Source: an optimization exercise on an open RTL-to-GDS flow (aim: small area, a short achievable clock period and few clock cycles). Production flows keep margins and buffers that such runs may drop.
In this exercise RTL edits were held to simulation tests only and were not proved equivalent to the original.
Power and IR drop assume default switching activity.

## flow/design.v (module list and top-level ports; edited modules follow where they fit)
// module fir_channel: 548 lines
// module fir_lane: 1509 lines
// module fir_sum: 1377 lines
module fir_channel (
    input  wire        clk,
    input  wire        rst,
    input  wire        in_valid,
    input  wire [23:0] in_data,
    output wire        in_ready,
    input  wire        cfg_we,
    input  wire [5:0]  cfg_addr,
    input  wire [31:0] cfg_wdata,
    output wire        idle,
    output reg         out_valid,
    output reg  [23:0] out_y,
    output reg         out_invalid,
    output reg         out_sat,
    output reg  [1:0]  thr_on,
    output reg  [1:0]  thr_chg,
    output reg  [1:0]  thr_pip,
    output reg  [15:0] sat_cnt
);
  // ...
==> flow/run.sh <==
#!/bin/bash
# synth_recipe.tcl (not shown) runs the flow's synth.tcl, then flattens the netlist and writes it again
# the make line also repeats each setting of config.mk as NAME=value (left out here)
make -C /OpenROAD-flow-scripts/flow DESIGN_CONFIG=/design/flow/config.mk WORK_HOME=/design/flow/orfs CLKGATE_MAP_FILE= SYNTH_SCRIPT=/design/flow/synth_recipe.tcl finish
==> flow/config.mk <==
export PLATFORM = sky130hd
export DESIGN_NAME = fir_channel
export DESIGN_NICKNAME = fir_channel
export VERILOG_FILES = /design/flow/design.v
export SDC_FILE = /design/flow/constraint.sdc
export NUM_CORES = 4
export LEC_CHECK = 0
export CAP_MARGIN = 20
export CORE_MARGIN = 2
export CORE_UTILIZATION = 45
export PLACE_DENSITY = 0.6
export SLEW_MARGIN = 20
==> flow/constraint.sdc <==
create_clock -name core_clock -period 13.0 [get_ports {clk}]
set_input_delay 2.6000 -clock core_clock [delete_from_list [all_inputs] [get_ports {clk}]]
set_output_delay 2.6000 -clock core_clock [all_outputs]
set_load 0.01 [all_outputs]
==> qor.txt, run 1 <==
most frequent CP cell -> nand2_1
max layer used -> met5
Hold Path Origin -> m_s[1]
n_taps -> 5734
pre-CTS setup slack -> 6.09 ns
synth cell count leaders -> edfxtp_1 (1989), inv_1 (1931), nor2_1 (1453)
post-place instance area -> 205000 um2
DR WL met2 -> 295 mm
clock slew at reported path FFs -> 0.06 ns
Switching Power -> 20300 uW
sequential cell area share -> 38.3%
Hold Crit Class -> reg -> reg
# clock sinks -> 3151
ys flop type -> edfxtp_1
Int Pwr -> 25800 uW
htree depth -> 5
Post-route DRC -> 0
total number of vias -> 143000
Period minus WS final -> 6.94 ns
CLK BUF -> 465
Post-Layout Inst Area -> 217000 um2
largest net degree at the start of global routing -> 85
Worst Path Required -> 13.83 ns
endpoints failing setup -> 0
io pins -> 117
fillcell total -> 39000
outcome -> timing/DRC/antenna clean
Testbench counts, summed over its fixed seeds: cycles 10,915.
==> module fir_channel, before the edit <==
module fir_channel (
    input  wire        clk,
    input  wire        rst,
    input  wire        in_valid,
    input  wire [23:0] in_data,
    output wire        in_ready,
    input  wire        cfg_we,
    input  wire [5:0]  cfg_addr,
    input  wire [31:0] cfg_wdata,
    output wire        idle,
    output reg         out_valid,
    output reg  [23:0] out_y,
    output reg         out_invalid,
    output reg         out_sat,
    output reg  [1:0]  thr_on,
    output reg  [1:0]  thr_chg,
    output reg  [1:0]  thr_pip,
    output reg  [15:0] sat_cnt
);
    localparam FD = 3;       
    integer s, j;
    reg        wr1, wr2;
    reg [5:0]  wa1;
    reg [29:0] wd1;
    always @(posedge clk) begin
        if (rst) begin
            wr1 <= 1'b0;
            wr2 <= 1'b0;
        end else begin
            wr1 <= cfg_we;
            wr2 <= wr1;
        end
        wa1 <= cfg_addr;
        wd1 <= cfg_wdata[29:0];
    end
    wire sync0 = cfg_we && ((cfg_addr == 6'h00) || (cfg_addr == 6'h02) ||
                            (cfg_addr == 6'h03) || (cfg_addr == 6'h04) ||
                            ((cfg_addr == 6'h01) && cfg_wdata[0]));
    wire sync1 = wr1 && ((wa1 == 6'h00) || (wa1 == 6'h02) || (wa1 == 6'h03) ||
                         (wa1 == 6'h04) || ((wa1 == 6'h01) && wd1[0]));
    wire cfg_blk = wr1 | wr2;
    reg [1:0]  stages;
    reg [5:0]  taps  [0:2];
    reg [6:0]  dec   [0:2];
    reg [5:0]  shift [0:2];
    reg [23:0] thr_level   [0:1];
    reg [23:0] thr_hyst    [0:1];
    reg [15:0] thr_persist [0:1];
    reg        thr_dir     [0:1];
    reg [1:0]  thr_edge    [0:1];
    reg        thr_en      [0:1];
    reg [23:0] coef [0:31];
    always @(posedge clk) begin
        if (rst) begin
            stages <= 2'd1;
            for (s = 0; s < 3; s = s + 1) begin
                taps[s]  <= 6'd1;
                dec[s]   <= 7'd1;
                shift[s] <= 6'd0;
            end
            for (s = 0; s < 2; s = s + 1) begin
                thr_level[s]   <= 24'd0;
                thr_hyst[s]    <= 24'd0;
                thr_persist[s] <= 16'd1;
                thr_dir[s]     <= 1'b0;
                thr_edge[s]    <= 2'd0;
                thr_en[s]      <= 1'b0;
            end
        end else if (wr1) begin
            case (wa1)
                6'h00: stages <= (wd1[17:16] == 2'd0) ? 2'd1 : wd1[17:16];
                6'h02, 6'h03, 6'h04: begin
                    taps[wa1[1:0] - 2'd2]  <= wd1[5:0];
                    dec[wa1[1:0] - 2'd2]   <= wd1[22:16];
                    shift[wa1[1:0] - 2'd2] <= wd1[29:24];
                end
                6'h08, 6'h0C: thr_level[wa1[2]] <= wd1[23:0];
                6'h09, 6'h0D: thr_hyst[wa1[2]]  <= wd1[23:0];
                6'h0A, 6'h0E: begin
                    thr_persist[wa1[2]] <= (wd1[15:0] == 16'd0) ? 16'd1 : wd1[15:0];
                    thr_dir[wa1[2]]     <= wd1[16];
                    thr_edge[wa1[2]]    <= wd1[18:17];
                    thr_en[wa1[2]]      <= wd1[19];
                end
                default: ;
            endcase
        end
    end
    always @(posedge clk) begin
        if (wr1 && wa1[5])
            coef[wa1[4:0]] <= wd1[23:0];
    end
    reg [5:0] e0, e1, e2;          
    reg [5:0] bs  [0:2];           
    reg [3:0] nch [0:2];           
    reg [1:0] last;                
    always @(posedge clk) begin
        e0 <= taps[0];
        e1 <= (stages != 2'd1) ? taps[0] + taps[1] : taps[0];
        e2 <= (stages == 2'd3) ? taps[0] + taps[1] + taps[2]
            : (stages != 2'd1) ? taps[0] + taps[1] : taps[0];
        bs[0] <= 6'd0;
        bs[1] <= taps[0];
        bs[2] <= taps[0] + taps[1];
        for (s = 0; s < 3; s = s + 1)
            nch[s] <= ({1'b0, taps[s][5:2]}) + (taps[s][1:0] != 2'd0);
        last <= stages - 2'd1;
    end
    reg [23:0] fq0, fq1;
    reg [1:0]  fcnt;
    reg        in_rdy_r;
    assign in_ready = in_rdy_r;
    wire accept = in_valid & in_rdy_r;
    reg [24:0] fb1 [0:FD-1];
    reg [24:0] fb2 [0:FD-1];
    reg [1:0]  fc1, fc2;
    reg [1:0]  cred1, cred2;
    reg [6:0] phase [0:2];
    reg [5:0] fill  [0:2];
    reg [5:0] vrun  [0:2];
    reg [1:0] js    [0:2];       
    reg [2:0] jj    [0:2];       
    reg [5:0] jq    [0:2];       
    reg [5:0] jp    [0:2];       
    reg [4:0] joff  [0:2];       
    reg [5:0] jfill [0:2];       
    reg       jinv  [0:2];
    reg [23:0] dl_r [0:31];      
    wire cr_ok1 = (cred1 < FD);
    wire cr_ok2 = (cred2 < FD);
    wire [2:0] isu = {js[2] == 2'd2, js[1] == 2'd2, js[0] == 2'd2};
    wire       isu_v = |isu;
    wire [1:0] isx = isu[2] ? 2'd2 : isu[1] ? 2'd1 : 2'd0;
    wire [2:0] c_jj   = jj[isx];
    wire [5:0] c_jq   = jq[isx];
    wire [5:0] c_jp   = jp[isx];
    wire [5:0] c_fill = jfill[isx];
    wire [5:0] c_taps = taps[isx];
    wire [3:0] c_nch  = nch[isx];
    wire [23:0] xin [0:2];
    wire        iin [0:2];
    assign xin[0] = fq0;
    assign iin[0] = 1'b0;
    assign xin[1] = fb1[0][23:0];
    assign iin[1] = fb1[0][24];
    assign xin[2] = fb2[0][23:0];
    assign iin[2] = fb2[0][24];
    wire [2:0] avail = {fc2 != 2'd0, fc1 != 2'd0, (fcnt != 2'd0) && !cfg_blk};
    reg [2:0] em, ok, cont;
    reg [6:0] ph_inc [0:2];
    reg [6:0] tq;
    always @* begin
        for (s = 0; s < 3; s = s + 1) begin
            ph_inc[s] = phase[s] + 7'd1;
            em[s]     = (ph_inc[s] == dec[s]);
            tq        = {2'b00, joff[s]} + {2'b00, jj[s], 2'b00} + 7'd4;
            cont[s]   = isu[s] && (jj[s] != 3'd0);
            ok[s]     = isu[s] ? ((tq < {1'b0, taps[s]}) && (!em[s] || (jj[s] == 3'd0)))
                               : (js[s] == 2'd0);
        end
    end
    wire [2:0] push;
    assign push[0] = avail[0] & ok[0];
    assign push[2] = avail[2] & ok[2];
    assign push[1] = avail[1] & ok[1] & ~push[2];
    wire [23:0] rbus = push[2] ? xin[2] : xin[1];
    always @(posedge clk) begin
        if (push[0])
            dl_r[0] <= fq0;
        for (j = 1; j < 32; j = j + 1) begin
            if (((j < e0) && push[0]) ||
                ((j >= e0) && (j < e1) && push[1]) ||
                ((j >= e1) && (j < e2) && push[2]))
                dl_r[j] <= ((j == e0) || (j == e1)) ? rbus : dl_r[j-1];
        end
    end
    wire       c_push = |(push & isu);
    wire [5:0] c_pr   = c_jp + {5'd0, c_push};
    reg  [2:0] rq_n [0:3];
    reg  [2:0] rp_n [0:3];
    reg  [3:0] lv_n;
    reg  [5:0] kk;
    reg  [1:0] ri;
    always @* begin
        for (j = 0; j < 4; j = j + 1) begin
            rq_n[j] = c_jq[4:2] + ((j < c_jq[1:0]) ? 3'd1 : 3'd0);
            rp_n[j] = c_pr[4:2] + ((j < c_pr[1:0]) ? 3'd1 : 3'd0);
            ri      = j[1:0] - c_pr[1:0];
            kk      = {1'b0, c_jj, 2'b00} + {4'd0, ri};
            lv_n[j] = isu_v && (kk < c_taps) && (kk < c_fill);
        end
    end
    reg [2:0] pend_n, sel;
    always @* begin
        for (s = 0; s < 3; s = s + 1)
            pend_n[s] = (js[s] == 2'd1) || (push[s] && em[s]);
        sel = 3'b000;
        if (!(isu_v && (c_jj != 3'd0))) begin
            if (pend_n[2])
                sel = 3'b100;
            else if (pend_n[1] && ((last == 2'd1) || cr_ok2))
                sel = 3'b010;
            else if (pend_n[0] && ((last == 2'd0) || cr_ok1))
                sel = 3'b001;
        end
    end
    reg [5:0] fill_n [0:2];
    reg [5:0] vrun_n [0:2];
    reg [2:0] jsb_n;
    always @* begin
        for (s = 0; s < 3; s = s + 1) begin
            fill_n[s] = (fill[s] == 6'd32) ? 6'd32 : fill[s] + 6'd1;
            vrun_n[s] = iin[s] ? 6'd0 : (vrun[s] == 6'd63) ? 6'd63 : vrun[s] + 6'd1;
            jsb_n[s]  = (push[s] & em[s]) | (isu[s] ? (jj[s] != 3'd0) : (js[s] != 2'd0));
        end
    end
    always @(posedge clk) begin
        for (s = 0; s < 3; s = s + 1) begin
            if (isu[s]) begin
                if (jj[s] == 3'd0) begin
                    js[s] <= 2'd0;
                end else begin
                    js[s] <= 2'd2;
                    jj[s] <= jj[s] - 3'd1;
                    jq[s] <= jq[s] - 6'd4;
                end
            end
            if (push[s]) begin
                phase[s] <= em[s] ? 7'd0 : ph_inc[s];
                fill[s]  <= fill_n[s];
                vrun[s]  <= vrun_n[s];
            end
            if (push[s] && em[s]) begin
                js[s]    <= sel[s] ? 2'd2 : 2'd1;
                jj[s]    <= nch[s][2:0] - 3'd1;
                jq[s]    <= bs[s] + {nch[s][2:0] - 3'd1, 2'b00};
                jp[s]    <= bs[s] + {nch[s][2:0] - 3'd1, 2'b00};
                joff[s]  <= 5'd0;
                jfill[s] <= fill_n[s];
                jinv[s]  <= (vrun_n[s] < taps[s]);
            end else begin
                if (sel[s])
                    js[s] <= 2'd2;
                if (cont[s]) begin
                jp[s]   <= jp[s] - (push[s] ? 6'd3 : 6'd4);
                if (push[s])
                    joff[s] <= joff[s] + 5'd1;
                end
            end
            if (rst || sync1) begin
                phase[s] <= 7'd0;
                fill[s]  <= 6'd0;
                vrun[s]  <= 6'd0;
                js[s]    <= 2'd0;
            end
        end
    end
    reg [2:0] ra_rq [0:3];
    reg [2:0] ra_rp [0:3];
    reg [1:0] ra_rot;
    reg [3:0] ra_lv;
    reg       ra_v, ra_first, ra_last, ra_inv;
    reg [1:0] ra_s;
    always @(posedge clk) begin
        for (j = 0; j < 4; j = j + 1) begin
            ra_rq[j] <= rq_n[j];
            ra_rp[j] <= rp_n[j];
        end
        ra_rot   <= c_pr[1:0] - c_jq[1:0];
        ra_first <= ({1'b0, c_jj} == c_nch - 4'd1);
        ra_last  <= (c_jj == 3'd0);
        ra_inv   <= jinv[isx];
        ra_s     <= isx;
        if (rst) begin
            ra_lv <= 4'd0;
            ra_v  <= 1'b0;
        end else begin
            ra_lv <= lv_n;
            ra_v  <= isu_v;
        end
    end
    reg [23:0] cq [0:3];
    reg [23:0] aq [0:3];
    reg [23:0] xq [0:3];
    reg [1:0]  rr;
    always @* begin
        for (j = 0; j < 4; j = j + 1) begin
            cq[j] = coef[{ra_rq[j], j[1:0]}];
            xq[j] = dl_r[{ra_rp[j], j[1:0]}];
        end
        for (j = 0; j < 4; j = j + 1) begin
            rr    = j[1:0] - ra_rot;
            aq[j] = cq[rr];
        end
    end
    reg [23:0] op_a [0:3];
    reg [23:0] op_x [0:3];
    reg [3:0]  op_v;
    reg        p_v, p_first, p_last, p_inv;
    reg [1:0]  p_s;
    always @(posedge clk) begin
        for (j = 0; j < 4; j = j + 1) begin
            op_a[j] <= aq[j];
            op_x[j] <= xq[j];
        end
        p_first <= ra_first;
        p_last  <= ra_last;
        p_inv   <= ra_inv;
        p_s     <= ra_s;
        if (rst) begin
            op_v <= 4'd0;
            p_v  <= 1'b0;
        end else begin
            op_v <= ra_lv;
            p_v  <= ra_v;
        end
    end
    wire [47:0] ln_s [0:3];
    wire [47:0] ln_c [0:3];
    genvar gl;
    generate
        for (gl = 0; gl < 4; gl = gl + 1) begin : g_lane
            fir_lane u_lane (
                .v(op_v[gl]), .a(op_a[gl]), .x(op_x[gl]),
                .s(ln_s[gl]), .c(ln_c[gl])
            );
        end
    endgenerate
    reg [47:0] l_s [0:3];
    reg [47:0] l_c [0:3];
    reg        l_v, l_first, l_last, l_inv;
    reg [1:0]  l_s_st;
    always @(posedge clk) begin
        for (j = 0; j < 4; j = j + 1) begin
            l_s[j] <= ln_s[j];
            l_c[j] <= ln_c[j];
        end
        l_first <= p_first;
        l_last  <= p_last;
        l_inv   <= p_inv;
        l_s_st  <= p_s;
        if (rst) l_v <= 1'b0;
        else     l_v <= p_v;
    end
    reg  [53:0] acc_s, acc_c;
    wire [53:0] t_s, t_c;
    wire        keep = !(l_v && l_first);
    fir_sum u_sum (
        .s0(l_s[0]), .c0(l_c[0]), .s1(l_s[1]), .c1(l_c[1]),
        .s2(l_s[2]), .c2(l_c[2]), .s3(l_s[3]), .c3(l_c[3]),
        .accs(acc_s & {54{keep}}), .accc(acc_c & {54{keep}}),
        .s(t_s), .c(t_c)
    );
    reg        m_v, m_inv;
    reg [1:0]  m_s;
    reg [5:0]  m_sh;
    always @(posedge clk) begin
        acc_s <= t_s;
        acc_c <= t_c;
        m_inv <= l_inv;
        m_s   <= l_s_st;
        m_sh  <= shift[l_s_st];
        if (rst) m_v <= 1'b0;
        else     m_v <= l_v & l_last;
    end
    reg [53:0] f1_acc;
    reg        f1_v, f1_inv;
    reg [1:0]  f1_s;
    reg [5:0]  f1_sh;
    always @(posedge clk) begin
        f1_acc <= acc_s + acc_c;
        f1_inv <= m_inv;
        f1_s   <= m_s;
        f1_sh  <= m_sh;
        if (rst) f1_v <= 1'b0;
        else     f1_v <= m_v;
    end
    localparam signed [53:0] MAX48 = 54'sd140737488355327;
    localparam signed [53:0] MIN48 = -54'sd140737488355328;
    wire sat48_hi = !f1_acc[53] && (f1_acc[52:47] != 6'd0);
    wire sat48_lo =  f1_acc[53] && (f1_acc[52:47] != 6'h3f);
    wire [47:0] acc48 = sat48_hi ? MAX48[47:0] : sat48_lo ? MIN48[47:0] : f1_acc[47:0];
    wire [48:0] half  = (f1_sh == 6'd0) ? 49'd0 : (49'd1 << (f1_sh - 6'd1));
    wire [48:0] bias  = (f1_sh == 6'd0) ? 49'd0 : acc48[47] ? (half - 49'd1) : half;
    reg [48:0] f2_sum;
    reg        f2_v, f2_inv, f2_sat;
    reg [1:0]  f2_s;
    reg [5:0]  f2_sh;
    always @(posedge clk) begin
        f2_sum <= {acc48[47], acc48} + bias;
        f2_sat <= sat48_hi | sat48_lo;
        f2_inv <= f1_inv;
        f2_s   <= f1_s;
        f2_sh  <= f1_sh;
        if (rst) f2_v <= 1'b0;
        else     f2_v <= f1_v;
    end
    wire signed [48:0] q = $signed(f2_sum) >>> f2_sh;
    wire sat24_hi = !q[48] && (q[47:23] != 25'd0);
    wire sat24_lo =  q[48] && (q[47:23] != 25'h1ffffff);
    wire [23:0] r24 = sat24_hi ? 24'h7fffff : sat24_lo ? 24'h800000 : q[23:0];
    wire r_sat = f2_sat | sat24_hi | sat24_lo;
    wire to_out = f2_v && (f2_s == last);
    wire wr_f1  = f2_v && (f2_s == 2'd0) && (last != 2'd0);
    wire wr_f2  = f2_v && (f2_s == 2'd1) && (last == 2'd2);
    wire [1:0] fc1_n = fc1 + {1'b0, wr_f1} - {1'b0, push[1]};
    wire [1:0] fc2_n = fc2 + {1'b0, wr_f2} - {1'b0, push[2]};
    always @(posedge clk) begin
        for (j = 0; j < FD; j = j + 1) begin
            if (wr_f1 && (j == fc1 - {1'b0, push[1]}))
                fb1[j] <= {f2_inv, r24};
            else if (push[1] && (j < FD - 1))
                fb1[j] <= fb1[(j < FD - 1) ? j + 1 : j];
            if (wr_f2 && (j == fc2 - {1'b0, push[2]}))
                fb2[j] <= {f2_inv, r24};
            else if (push[2] && (j < FD - 1))
                fb2[j] <= fb2[(j < FD - 1) ? j + 1 : j];
        end
        if (rst) begin
            fc1   <= 2'd0;
            fc2   <= 2'd0;
            cred1 <= 2'd0;
            cred2 <= 2'd0;
        end else begin
            fc1   <= fc1_n;
            fc2   <= fc2_n;
            cred1 <= cred1 + {1'b0, (sel[0] && (last != 2'd0))} - {1'b0, push[1]};
            cred2 <= cred2 + {1'b0, (sel[1] && (last == 2'd2))} - {1'b0, push[2]};
        end
    end
    wire [1:0] fcnt_n = fcnt + {1'b0, accept} - {1'b0, push[0]};
    always @(posedge clk) begin
        if (push[0])
            fq0 <= (fcnt == 2'd2) ? fq1 : in_data;
        else if (fcnt == 2'd0)
            fq0 <= in_data;
        if (((fcnt == 2'd1) && !push[0]) || ((fcnt == 2'd2) && push[0]))
            fq1 <= in_data;
        if (rst) begin
            fcnt     <= 2'd0;
            in_rdy_r <= 1'b1;
        end else begin
            fcnt     <= fcnt_n;
            in_rdy_r <= (fcnt_n != 2'd2);
        end
    end
    reg        res_v, res_inv, res_sat;
    reg [23:0] res_y;
    always @(posedge clk) begin
        res_y   <= r24;
        res_inv <= f2_inv;
        res_sat <= r_sat;
        if (rst) begin
            res_v   <= 1'b0;
            sat_cnt <= 16'd0;
        end else begin
            res_v <= to_out;
            if (f2_v && r_sat && (sat_cnt != 16'hffff))
                sat_cnt <= sat_cnt + 16'd1;
        end
    end
    reg        o1_v, o1_inv, o1_sat;
    reg [23:0] o1_y;
    reg [1:0]  o1_toff, o1_ton;
    reg signed [25:0] ys, lvl, lo_lim, hi_lim;
    reg [1:0]  t_off, t_on;
    integer t;
    always @* begin
        ys = {{2{res_y[23]}}, res_y};
        for (t = 0; t < 2; t = t + 1) begin
            lvl    = {{2{thr_level[t][23]}}, thr_level[t]};
            lo_lim = lvl - {2'b00, thr_hyst[t]};
            hi_lim = lvl + {2'b00, thr_hyst[t]};
            t_off[t] = thr_dir[t] ? (ys <= lvl) : (ys >= lvl);
            t_on[t]  = thr_dir[t] ? (ys > hi_lim) : (ys < lo_lim);
        end
    end
    always @(posedge clk) begin
        o1_y    <= res_y;
        o1_inv  <= res_inv;
        o1_sat  <= res_sat;
        o1_toff <= t_off;
        o1_ton  <= t_on;
        if (rst) o1_v <= 1'b0;
        else     o1_v <= res_v;
    end
    reg [15:0] thr_cnt [0:1];
    reg [1:0]  t_on_n, t_chg_n, t_pip_n;
    reg [15:0] t_cnt_n [0:1];
    reg        t_test;
    reg [16:0] cnt_inc;
    always @* begin
        for (t = 0; t < 2; t = t + 1) begin
            t_test     = thr_on[t] ? o1_ton[t] : o1_toff[t];
            cnt_inc    = {1'b0, thr_cnt[t]} + 17'd1;
            t_on_n[t]  = thr_on[t];
            t_chg_n[t] = 1'b0;
            t_cnt_n[t] = thr_cnt[t];
            if (thr_en[t] && !o1_inv) begin
                if (t_test) begin
                    if (cnt_inc == {1'b0, thr_persist[t]}) begin
                        t_on_n[t]  = ~thr_on[t];
                        t_chg_n[t] = 1'b1;
                        t_cnt_n[t] = 16'd0;
                    end else begin
                        t_cnt_n[t] = cnt_inc[15:0];
                    end
                end else begin
                    t_cnt_n[t] = 16'd0;
                end
            end
            case (thr_edge[t])
                2'd0:    t_pip_n[t] = t_chg_n[t] &  t_on_n[t];
                2'd1:    t_pip_n[t] = t_chg_n[t] & ~t_on_n[t];
                default: t_pip_n[t] = t_chg_n[t];
            endcase
        end
    end
    always @(posedge clk) begin
        out_y       <= o1_y;
        out_invalid <= o1_inv;
        out_sat     <= o1_sat;
        thr_chg     <= t_chg_n;
        thr_pip     <= t_pip_n;
        if (rst) out_valid <= 1'b0;
        else     out_valid <= o1_v;
        if (rst || sync0) begin
            thr_on     <= 2'b00;
            thr_cnt[0] <= 16'd0;
            thr_cnt[1] <= 16'd0;
        end else if (o1_v) begin
            thr_on     <= t_on_n;
            thr_cnt[0] <= t_cnt_n[0];
            thr_cnt[1] <= t_cnt_n[1];
        end
    end
    reg idle_r;
    assign idle = idle_r;
    always @(posedge clk) begin
        if (rst)
            idle_r <= 1'b1;
        else
            idle_r <= !((fcnt_n != 2'd0) || (|jsb_n) || isu_v || (ra_v && ra_last) ||
                        (p_v && p_last) || (l_v && l_last) ||
                        m_v || f1_v || (fc1_n != 2'd0) || (fc2_n != 2'd0) ||
                        to_out || res_v);
    end
endmodule
==> run 2: changes to the inputs <==
--- a/flow/design.v
+++ b/flow/design.v
@@ -17,7 +17,7 @@
     output reg  [1:0]  thr_pip,
     output reg  [15:0] sat_cnt
 );
-    localparam FD = 3;       
+    localparam FD = 4;       
     integer s, j;
     reg        wr1, wr2;
     reg [5:0]  wa1;
@@ -90,10 +90,21 @@
         if (wr1 && wa1[5])
             coef[wa1[4:0]] <= wd1[23:0];
     end
+    reg [3:0] nch_c [0:2];
+    reg [5:0] bs_c  [0:2];
+    always @* begin
+        for (s = 0; s < 3; s = s + 1)
+            nch_c[s] = ({1'b0, taps[s][5:2]}) + (taps[s][1:0] != 2'd0);
+        bs_c[0] = 6'd0;
+        bs_c[1] = taps[0];
+        bs_c[2] = taps[0] + taps[1];
+    end
     reg [5:0] e0, e1, e2;          
     reg [5:0] bs  [0:2];           
     reg [3:0] nch [0:2];           
     reg [1:0] last;                
+    reg [5:0] bq  [0:2];           
+    reg signed [6:0] slc [0:2];    
     always @(posedge clk) begin
         e0 <= taps[0];
         e1 <= (stages != 2'd1) ? taps[0] + taps[1] : taps[0];
@@ -102,8 +113,11 @@
         bs[0] <= 6'd0;
         bs[1] <= taps[0];
         bs[2] <= taps[0] + taps[1];
-        for (s = 0; s < 3; s = s + 1)
+        for (s = 0; s < 3; s = s + 1) begin
             nch[s] <= ({1'b0, taps[s][5:2]}) + (taps[s][1:0] != 2'd0);
+            slc[s] <= $signed({1'b0, taps[s]}) - $signed({1'b0, nch_c[s], 2'b00});
+            bq[s]  <= bs_c[s] + {nch_c[s][2:0] - 3'd1, 2'b00};
+        end
         last <= stages - 2'd1;
     end
     reg [23:0] fq0, fq1;
@@ -113,9 +127,11 @@
     wire accept = in_valid & in_rdy_r;
     reg [24:0] fb1 [0:FD-1];
     reg [24:0] fb2 [0:FD-1];
-    reg [1:0]  fc1, fc2;
-    reg [1:0]  cred1, cred2;
+    reg [2:0]  fc1, fc2;
+    reg [2:0]  cred1, cred2;
     reg [6:0] phase [0:2];
+    reg       em_r  [0:2];       
+    reg signed [6:0] sl [0:2];   
     reg [5:0] fill  [0:2];
     reg [5:0] vrun  [0:2];
     reg [1:0] js    [0:2];       
@@ -128,15 +144,8 @@
     reg [23:0] dl_r [0:31];      
     wire cr_ok1 = (cred1 < FD);
     wire cr_ok2 = (cred2 < FD);
-    wire [2:0] isu = {js[2] == 2'd2, js[1] == 2'd2, js[0] == 2'd2};
-    wire       isu_v = |isu;
-    wire [1:0] isx = isu[2] ? 2'd2 : isu[1] ? 2'd1 : 2'd0;
-    wire [2:0] c_jj   = jj[isx];
-    wire [5:0] c_jq   = jq[isx];
-    wire [5:0] c_jp   = jp[isx];
-    wire [5:0] c_fill = jfill[isx];
-    wire [5:0] c_taps = taps[isx];
-    wire [3:0] c_nch  = nch[isx];
+    wire [2:0] isc   = {js[2] == 2'd2, js[1] == 2'd2, js[0] == 2'd2};
+    wire       isc_v = |isc;
     wire [23:0] xin [0:2];
     wire        iin [0:2];
     assign xin[0] = fq0;
@@ -145,17 +154,14 @@
     assign iin[1] = fb1[0][24];
     assign xin[2] = fb2[0][23:0];
     assign iin[2] = fb2[0][24];
-    wire [2:0] avail = {fc2 != 2'd0, fc1 != 2'd0, (fcnt != 2'd0) && !cfg_blk};
-    reg [2:0] em, ok, cont;
+    wire [2:0] avail = {fc2 != 3'd0, fc1 != 3'd0, (fcnt != 2'd0) && !cfg_blk};
+    reg [2:0] em, ok;
     reg [6:0] ph_inc [0:2];
-    reg [6:0] tq;
     always @* begin
         for (s = 0; s < 3; s = s + 1) begin
             ph_inc[s] = phase[s] + 7'd1;
-            em[s]     = (ph_inc[s] == dec[s]);
-            tq        = {2'b00, joff[s]} + {2'b00, jj[s], 2'b00} + 7'd4;
-            cont[s]   = isu[s] && (jj[s] != 3'd0);
-            ok[s]     = isu[s] ? ((tq < {1'b0, taps[s]}) && (!em[s] || (jj[s] == 3'd0)))
+            em[s]     = em_r[s];
+            ok[s]     = isc[s] ? ((sl[s] > 7'sd0) && (!em[s] || (jj[s] == 3'd0)))
                                : (js[s] == 2'd0);
         end
     end
@@ -164,6 +170,7 @@
     assign push[2] = avail[2] & ok[2];
     assign push[1] = avail[1] & ok[1] & ~push[2];
     wire [23:0] rbus = push[2] ? xin[2] : xin[1];
+    wire [2:0] nw = push & em;       
     always @(posedge clk) begin
         if (push[0])
             dl_r[0] <= fq0;
@@ -174,7 +181,58 @@
                 dl_r[j] <= ((j == e0) || (j == e1)) ? rbus : dl_r[j-1];
         end
     end
-    wire       c_push = |(push & isu);
+    reg [2:0] fs;
+    always @* begin
+        fs = 3'b000;
+        if (!isc_v) begin
+            if ((js[2] == 2'd1) || nw[2])
+                fs = 3'b100;
+            else if (((js[1] == 2'd1) || nw[1]) && ((last == 2'd1) || cr_ok2))
+                fs = 3'b010;
+            else if (((js[0] == 2'd1) || nw[0]) && ((last == 2'd0) || cr_ok1))
+                fs = 3'b001;
+        end
+    end
+    wire [2:0] isu   = isc | fs;
+    wire       isu_v = |isu;
+    wire [1:0] isx   = isu[2] ? 2'd2 : isu[1] ? 2'd1 : 2'd0;
+    reg [5:0] fill_n [0:2];
+    reg [5:0] vrun_n [0:2];
+    reg [2:0] k_jj   [0:2];
+    reg [5:0] k_jq   [0:2];
+    reg [5:0] k_jp   [0:2];
+    reg [5:0] k_fill [0:2];
+    reg       k_inv  [0:2];
+    reg signed [6:0] k_sl [0:2];
+    always @* begin
+        for (s = 0; s < 3; s = s + 1) begin
+            fill_n[s] = (fill[s] == 6'd32) ? 6'd32 : fill[s] + 6'd1;
+            vrun_n[s] = iin[s] ? 6'd0 : (vrun[s] == 6'd63) ? 6'd63 : vrun[s] + 6'd1;
+            if (nw[s] && !isc[s]) begin
+                k_jj[s]   = nch[s][2:0] - 3'd1;
+                k_jq[s]   = bq[s];
+                k_jp[s]   = bq[s];
+                k_fill[s] = fill_n[s];
+                k_inv[s]  = (vrun_n[s] < taps[s]);
+                k_sl[s]   = slc[s];
+            end else begin
+                k_jj[s]   = jj[s];
+                k_jq[s]   = jq[s];
+                k_jp[s]   = jp[s];
+                k_fill[s] = jfill[s];
+                k_inv[s]  = jinv[s];
+                k_sl[s]   = sl[s];
+            end
+        end
+    end
+    wire [2:0] c_jj   = k_jj[isx];
+    wire [5:0] c_jq   = k_jq[isx];
+    wire [5:0] c_jp   = k_jp[isx];
+    wire [5:0] c_fill = k_fill[isx];
+    wire       c_inv  = k_inv[isx];
+    wire [5:0] c_taps = taps[isx];
+    wire [3:0] c_nch  = nch[isx];
+    wire       c_push = |(push & isc);
     wire [5:0] c_pr   = c_jp + {5'd0, c_push};
     reg  [2:0] rq_n [0:3];
     reg  [2:0] rp_n [0:3];
@@ -190,62 +248,51 @@
             lv_n[j] = isu_v && (kk < c_taps) && (kk < c_fill);
         end
     end
-    reg [2:0] pend_n, sel;
-    always @* begin
-        for (s = 0; s < 3; s = s + 1)
-            pend_n[s] = (js[s] == 2'd1) || (push[s] && em[s]);
-        sel = 3'b000;
-        if (!(isu_v && (c_jj != 3'd0))) begin
-            if (pend_n[2])
-                sel = 3'b100;
-            else if (pend_n[1] && ((last == 2'd1) || cr_ok2))
-                sel = 3'b010;
-            else if (pend_n[0] && ((last == 2'd0) || cr_ok1))
-                sel = 3'b001;
-        end
-    end
-    reg [5:0] fill_n [0:2];
-    reg [5:0] vrun_n [0:2];
     reg [2:0] jsb_n;
     always @* begin
-        for (s = 0; s < 3; s = s + 1) begin
-            fill_n[s] = (fill[s] == 6'd32) ? 6'd32 : fill[s] + 6'd1;
-            vrun_n[s] = iin[s] ? 6'd0 : (vrun[s] == 6'd63) ? 6'd63 : vrun[s] + 6'd1;
-            jsb_n[s]  = (push[s] & em[s]) | (isu[s] ? (jj[s] != 3'd0) : (js[s] != 2'd0));
-        end
+        for (s = 0; s < 3; s = s + 1)
+            jsb_n[s] = nw[s] | (js[s] != 2'd0);
     end
     always @(posedge clk) begin
         for (s = 0; s < 3; s = s + 1) begin
-            if (isu[s]) begin
-                if (jj[s] == 3'd0) begin
-                    js[s] <= 2'd0;
-                end else begin
-                    js[s] <= 2'd2;
-                    jj[s] <= jj[s] - 3'd1;
-                    jq[s] <= jq[s] - 6'd4;
-                end
-            end
+            em_r[s] <= push[s] ? (em[s] ? (dec[s] == 7'd1) : (ph_inc[s] + 7'd1 == dec[s]))
+                               : (ph_inc[s] == dec[s]);
             if (push[s]) begin
                 phase[s] <= em[s] ? 7'd0 : ph_inc[s];
                 fill[s]  <= fill_n[s];
                 vrun[s]  <= vrun_n[s];
             end
-            if (push[s] && em[s]) begin
-                js[s]    <= sel[s] ? 2'd2 : 2'd1;
+            if (isu[s]) begin
+                js[s]   <= (k_jj[s] == 3'd0) ? 2'd0 : 2'd2;
+                jj[s]   <= k_jj[s] - 3'd1;
+                jq[s]   <= k_jq[s] - 6'd4;
+                jp[s]   <= k_jp[s] - ((push[s] && isc[s]) ? 6'd3 : 6'd4);
+                sl[s]   <= k_sl[s] + ((push[s] && isc[s]) ? 7'sd3 : 7'sd4);
+                jfill[s] <= k_fill[s];
+                jinv[s]  <= k_inv[s];
+                if (!isc[s])
+                    joff[s] <= 5'd0;
+                else if (push[s])
+                    joff[s] <= joff[s] + 5'd1;
+            end
+            if (nw[s] && isc[s]) begin
+                js[s]    <= 2'd1;
                 jj[s]    <= nch[s][2:0] - 3'd1;
-                jq[s]    <= bs[s] + {nch[s][2:0] - 3'd1, 2'b00};
-                jp[s]    <= bs[s] + {nch[s][2:0] - 3'd1, 2'b00};
+                jq[s]    <= bq[s];
+                jp[s]    <= bq[s];
                 joff[s]  <= 5'd0;
                 jfill[s] <= fill_n[s];
                 jinv[s]  <= (vrun_n[s] < taps[s]);
-            end else begin
-                if (sel[s])
-                    js[s] <= 2'd2;
-                if (cont[s]) begin
-                jp[s]   <= jp[s] - (push[s] ? 6'd3 : 6'd4);
-                if (push[s])
-                    joff[s] <= joff[s] + 5'd1;
-                end
+                sl[s]    <= slc[s];
+            end else if (nw[s] && !isu[s]) begin
+                js[s]    <= 2'd1;
+                jj[s]    <= nch[s][2:0] - 3'd1;
+                jq[s]    <= bq[s];
+                jp[s]    <= bq[s];
+                joff[s]  <= 5'd0;
+                jfill[s] <= fill_n[s];
+                jinv[s]  <= (vrun_n[s] < taps[s]);
+                sl[s]    <= slc[s];
             end
             if (rst || sync1) begin
                 phase[s] <= 7'd0;
@@ -269,7 +316,7 @@
         ra_rot   <= c_pr[1:0] - c_jq[1:0];
         ra_first <= ({1'b0, c_jj} == c_nch - 4'd1);
         ra_last  <= (c_jj == 3'd0);
-        ra_inv   <= jinv[isx];
+        ra_inv   <= c_inv;
         ra_s     <= isx;
         if (rst) begin
             ra_lv <= 4'd0;
@@ -380,8 +427,11 @@
     wire sat48_hi = !f1_acc[53] && (f1_acc[52:47] != 6'd0);
     wire sat48_lo =  f1_acc[53] && (f1_acc[52:47] != 6'h3f);
     wire [47:0] acc48 = sat48_hi ? MAX48[47:0] : sat48_lo ? MIN48[47:0] : f1_acc[47:0];
-    wire [48:0] half  = (f1_sh == 6'd0) ? 49'd0 : (49'd1 << (f1_sh - 6'd1));
-    wire [48:0] bias  = (f1_sh == 6'd0) ? 49'd0 : acc48[47] ? (half - 49'd1) : half;
+    reg  [48:0] bias;
+    always @* begin
+        for (j = 0; j < 49; j = j + 1)
+            bias[j] = f1_acc[53] ? (j + 1 < f1_sh) : (j + 1 == f1_sh);
+    end
     reg [48:0] f2_sum;
     reg        f2_v, f2_inv, f2_sat;
     reg [1:0]  f2_s;
@@ -403,29 +453,29 @@
     wire to_out = f2_v && (f2_s == last);
     wire wr_f1  = f2_v && (f2_s == 2'd0) && (last != 2'd0);
     wire wr_f2  = f2_v && (f2_s == 2'd1) && (last == 2'd2);
-    wire [1:0] fc1_n = fc1 + {1'b0, wr_f1} - {1'b0, push[1]};
-    wire [1:0] fc2_n = fc2 + {1'b0, wr_f2} - {1'b0, push[2]};
+    wire [2:0] fc1_n = fc1 + {2'b0, wr_f1} - {2'b0, push[1]};
+    wire [2:0] fc2_n = fc2 + {2'b0, wr_f2} - {2'b0, push[2]};
     always @(posedge clk) begin
         for (j = 0; j < FD; j = j + 1) begin
-            if (wr_f1 && (j == fc1 - {1'b0, push[1]}))
+            if (wr_f1 && (j == fc1 - {2'b0, push[1]}))
                 fb1[j] <= {f2_inv, r24};
             else if (push[1] && (j < FD - 1))
                 fb1[j] <= fb1[(j < FD - 1) ? j + 1 : j];
-            if (wr_f2 && (j == fc2 - {1'b0, push[2]}))
+            if (wr_f2 && (j == fc2 - {2'b0, push[2]}))
                 fb2[j] <= {f2_inv, r24};
             else if (push[2] && (j < FD - 1))
                 fb2[j] <= fb2[(j < FD - 1) ? j + 1 : j];
         end
         if (rst) begin
-            fc1   <= 2'd0;
-            fc2   <= 2'd0;
-            cred1 <= 2'd0;
-            cred2 <= 2'd0;
+            fc1   <= 3'd0;
+            fc2   <= 3'd0;
+            cred1 <= 3'd0;
+            cred2 <= 3'd0;
         end else begin
             fc1   <= fc1_n;
             fc2   <= fc2_n;
-            cred1 <= cred1 + {1'b0, (sel[0] && (last != 2'd0))} - {1'b0, push[1]};
-            cred2 <= cred2 + {1'b0, (sel[1] && (last == 2'd2))} - {1'b0, push[2]};
+            cred1 <= cred1 + {2'b0, (fs[0] && (last != 2'd0))} - {2'b0, push[1]};
+            cred2 <= cred2 + {2'b0, (fs[1] && (last == 2'd2))} - {2'b0, push[2]};
         end
     end
     wire [1:0] fcnt_n = fcnt + {1'b0, accept} - {1'b0, push[0]};
@@ -542,7 +592,7 @@
         else
             idle_r <= !((fcnt_n != 2'd0) || (|jsb_n) || isu_v || (ra_v && ra_last) ||
                         (p_v && p_last) || (l_v && l_last) ||
-                        m_v || f1_v || (fc1_n != 2'd0) || (fc2_n != 2'd0) ||
+                        m_v || f1_v || (fc1_n != 3'd0) || (fc2_n != 3'd0) ||
                         to_out || res_v);
     end
 endmodule
==> run 2 against run 1 <==
  * Non-clock buffer count grew 7
  * Critical path type unchanged
  * Setup slack better by 1.3 ns
  * Via count is 4.1% higher
  * Combinational power increased by 38%
  * Sequential share of layout area rose by 0.052 points
  * Clock power increased by 5%
  * First-iteration DRC count up 1.1%
  * Synthesized area rose by 2.9%
  * Register-to-register slack better by 1.3 ns
  * Wire length increased by 3.6%
==> qor.txt, run 2 <==
outcome -> timing/DRC/antenna clean
wire length per cell -> 28.5 um
end of the worst register-to-register path -> f2_sum[46]
CP peak stage delay -> 0.77 ns
# nets final -> 20400
Worst Max-Slew Pin Slew -> 1.38 ns
top cell family by delay on the critical path -> compound AO/OA/AOI/OAI gates
Die H -> 674 um
CTS tree -> built
Final Hold Violating Endpoints -> 0
port buffer count -> 114
core footprint -> 448000 um2
post-synth top area share -> 30.6%
R2R cell count -> 16
number of setup buffers added after CTS -> 0
clock root cell -> clkbuf_16
most frequent cells in the layout -> edfxtp_1 (2060), inv_1 (1906), nor2_1 (1459)
share of cells above drive strength 1 -> 10.9%
Clock Skews -> 0.116 ns
Initial Util -> 45.1%
Hold Path Origin -> f1_inv
Iter 0 DRT Violations -> 18200
endpoints failing setup -> 0 (unchanged)
maximum vdd drop -> 0.000211 V
synth cell count leaders -> edfxtp_1 (2060), inv_1 (1908), nor2_1 (1494)
most frequent CP cell -> inv_1
flops & latches, synth -> 3241
Initial DRT Pass Iterations -> 8
CTS resizes -> 0
number of flops mapped to enable cells by yosys -> 2060
CP max stage cell -> a2111oi_0
final setup margin -> 7.33 ns
first-pass GRT wire length -> 1010 mm
DR WL met2 -> 302 mm (+2.6%)
critical path peak fanout -> 49
htree depth -> 5 (unchanged)
worst path bufs/invs -> 3
Worst-Skew Late Latency -> 1.04 ns
number of vias per cell -> 6.00
routability cong. -> 0.962
post-route setup TNS -> 0 ns
reg2reg start -> f1_acc[53]
Area contributors post-synth -> edfxtp_1 (31%), fa_1 (12%), dfxtp_1 (12%), xnor2_1 (4.4%), ha_1 (4.4%)
clock slew at reported path FFs -> 0.06 ns (about the same)
Tot GR Track Use -> 30.5%
Max Slew Vio Count -> 0
WHS Endpoint -> f2_inv
Period minus WS final -> 5.67 ns (-1.27 ns)
hold buffers post-CTS -> 0
Die W -> 674 um
pre-CTS setup slack -> 7.52 ns (+1.43 ns)
Mapped Cells -> 18800
Worst Setup End Kind -> flip-flop
RSZ-0062 raised after global routing -> no
crit path cell chain -> buf_4, inv_1, nand3_1, o21ai_0, inv_1, fa_1, nor2b_1, o31a_1, o41ai_1, o211ai_1, a31o_2, a211oi_1, nor3_1, a2111oi_0, a21oi_1, xor2_1
met3 wire len -> 84.8 mm
final WL -> 706 mm
Antenna Nets Post-Route -> 0
number of max-cap violations -> 0
Cell variety after synth -> 99
max_slew headroom -> 7.74%
number of global-route vias before repair -> 144000
Synth Cell Area -> 202000 um2
type of the worst setup path -> reg -> reg
most frequent cell after synthesis -> edfxtp_1
total number of vias -> 149000 (+4.1%)
largest net degree at the start of global routing -> 94 (+11%)
Yosys warning total -> 87
mean post-synth cell area -> 10.8 um2
Syn-to-layout area delta -> 10.4%
Post-route DRC -> 0 (unchanged)
Fmax achieved -> 0.176 GHz
max layer used -> met5
CTS Buf Count -> 359
Worst Path Required -> 13.86 ns (+0.03 ns)
Power Dens Cells -> 252 nW/um2
initial antenna violation count -> 94
DPL Wire Length -> 470 mm
Reg2Reg Setup Slack -> 7.33 ns
io pins -> 117 (unchanged)
Startpoint Class -> flip-flop
DRT met1 WL -> 275 mm
asr flop ratio synth -> 0%
crit path DAT -> 6.53 ns
Seq/Total Area, Yosys -> 42.3%
GRT overflow -> 0
Leak -> 0.0855 uW
Placed Cells -> 24000
ys flop type -> edfxtp_1
Hold Crit Class -> reg -> reg
Yosys top cell by area -> edfxtp_1
Die ar. -> 455000 um2
commonest non-fill, non-tap cell in the layout -> edfxtp_1
worst hold path stage count -> 0
# clock sinks -> 3241 (+2.9%)
clk buf depth -> 4
final period utilization -> 43.6%
final cell count without fillers -> 24800
Core Rows -> 246
run 2: cell types whose count changed after synthesis, sizes merged, moves of 19 or more:
cell and delta:
inv -26, nor3 +29, mux2i +53, nor2 +41
nand2 +160, or3 +22, edfxtp +71, buf +29
dfxtp +19, a211oi +26, o21a +19, nand3 +30
mux2 +50
run 2: layout make-up:
class                   instances  area, um2
multi-input cells           12300     106000
clock buffers                 451       9730
repair buffers                611       5000
well taps                    5952       7450
clock inverters               213       2360
diodes                        125        313
flip-flops and latches       3241      85600
fillers                     40300     225000
inverters                    1925       7230
run 2: metrics by stage:
stage	instance area [um2]	utilization, %	total power, uW	hold slack (ns)
detailed placement	211000	47.0	44800	0.312
floorplan	202000	-	32800	0.310
global route	223000	49.8	59000	0.331
global placement	211000	47.0	44300	0.311
CTS	223000	49.7	55500	0.326
finish	223000	49.8	56300	0.324
run 2: how the worst max path moves through the flow:
stage | slack [ns] | end | startpoint | cells after the start
floorplan | 7.91 | dl_r[18][0] | sl[2][3] | 7
global placement | 7.58 | l_s[2][25] | op_v[2] | 11
detailed placement | 7.52 | f2_sum[46] | f1_acc[53] | 16
CTS | 7.50 | f2_sum[46] | f1_acc[53] | 16
global route | 7.07 | f2_sum[46] | f1_acc[53] | 16
finish | 7.33 | f2_sum[46] | f1_acc[53] | 16
run 2: per-layer routing:
layer | up-vias | track usage (%)
met1 | 73700 | 40.6
li1 | 64200 | -
met2 | 8915 | 45.2
met5 | - | 0
met4 | 46 | 16.0
met3 | 1920 | 8.62
run 2: kinds of logic after synthesis:
logic type / after synthesis / share of synthesized area (%)
AO/OA/AOI/OAI: 3889 / 12.2
XOR/XNOR: 1473 / 6.38
adder cells (fa/ha/maj): 1949 / 16.7
buffers and inverters: 3291 / 6.16
flip-flops: 3241 / 42.3
multiplexers: 892 / 6.98
other: 1 / 0.00185
AND/OR/NAND/NOR: 4074 / 9.37
run 2: where the power goes:
part           switching (uW)  internal (uW)  total, uW
Clock                    4580           6010      10600
Sequential               2480          14300      16800
Combinational           19200           9690      28900
Total                   26200          30000      56300
Testbench counts of run 2, summed over its fixed seeds: cycles 10,267.

re-timing with driven ports:
How much do the figures lean on ideal ports? The routed layouts below were timed once more, with nothing changed but the port constraints. Step 1: set_driving_cell puts a clkbuf_16 on clk and a buf_2 on each other input, an assumption about the parent block. Step 2 moves the port delays by t, midway between the first and last clock arrival at a register: inputs arrive t later, outputs are due t later. That takes back most of the time a late clock gives input paths. a / b / c = ideal ports / drivers / drivers and shift; a / b = the first two.
run	t (ns)	setup slack, ns	hold WS [ns]	clock arrival spread, ns	worst data-port slew with drivers (ns)
run 1	1.069	6.064 / 6.064 / 6.064	0.313 / 0.313 / 0.313	0.114 / 0.113	0.15
run 2	1.103	7.329 / 7.329 / 7.329	0.324 / 0.324 / 0.324	0.116 / 0.116	0.09
After both steps setup and hold are still met in every run listed.
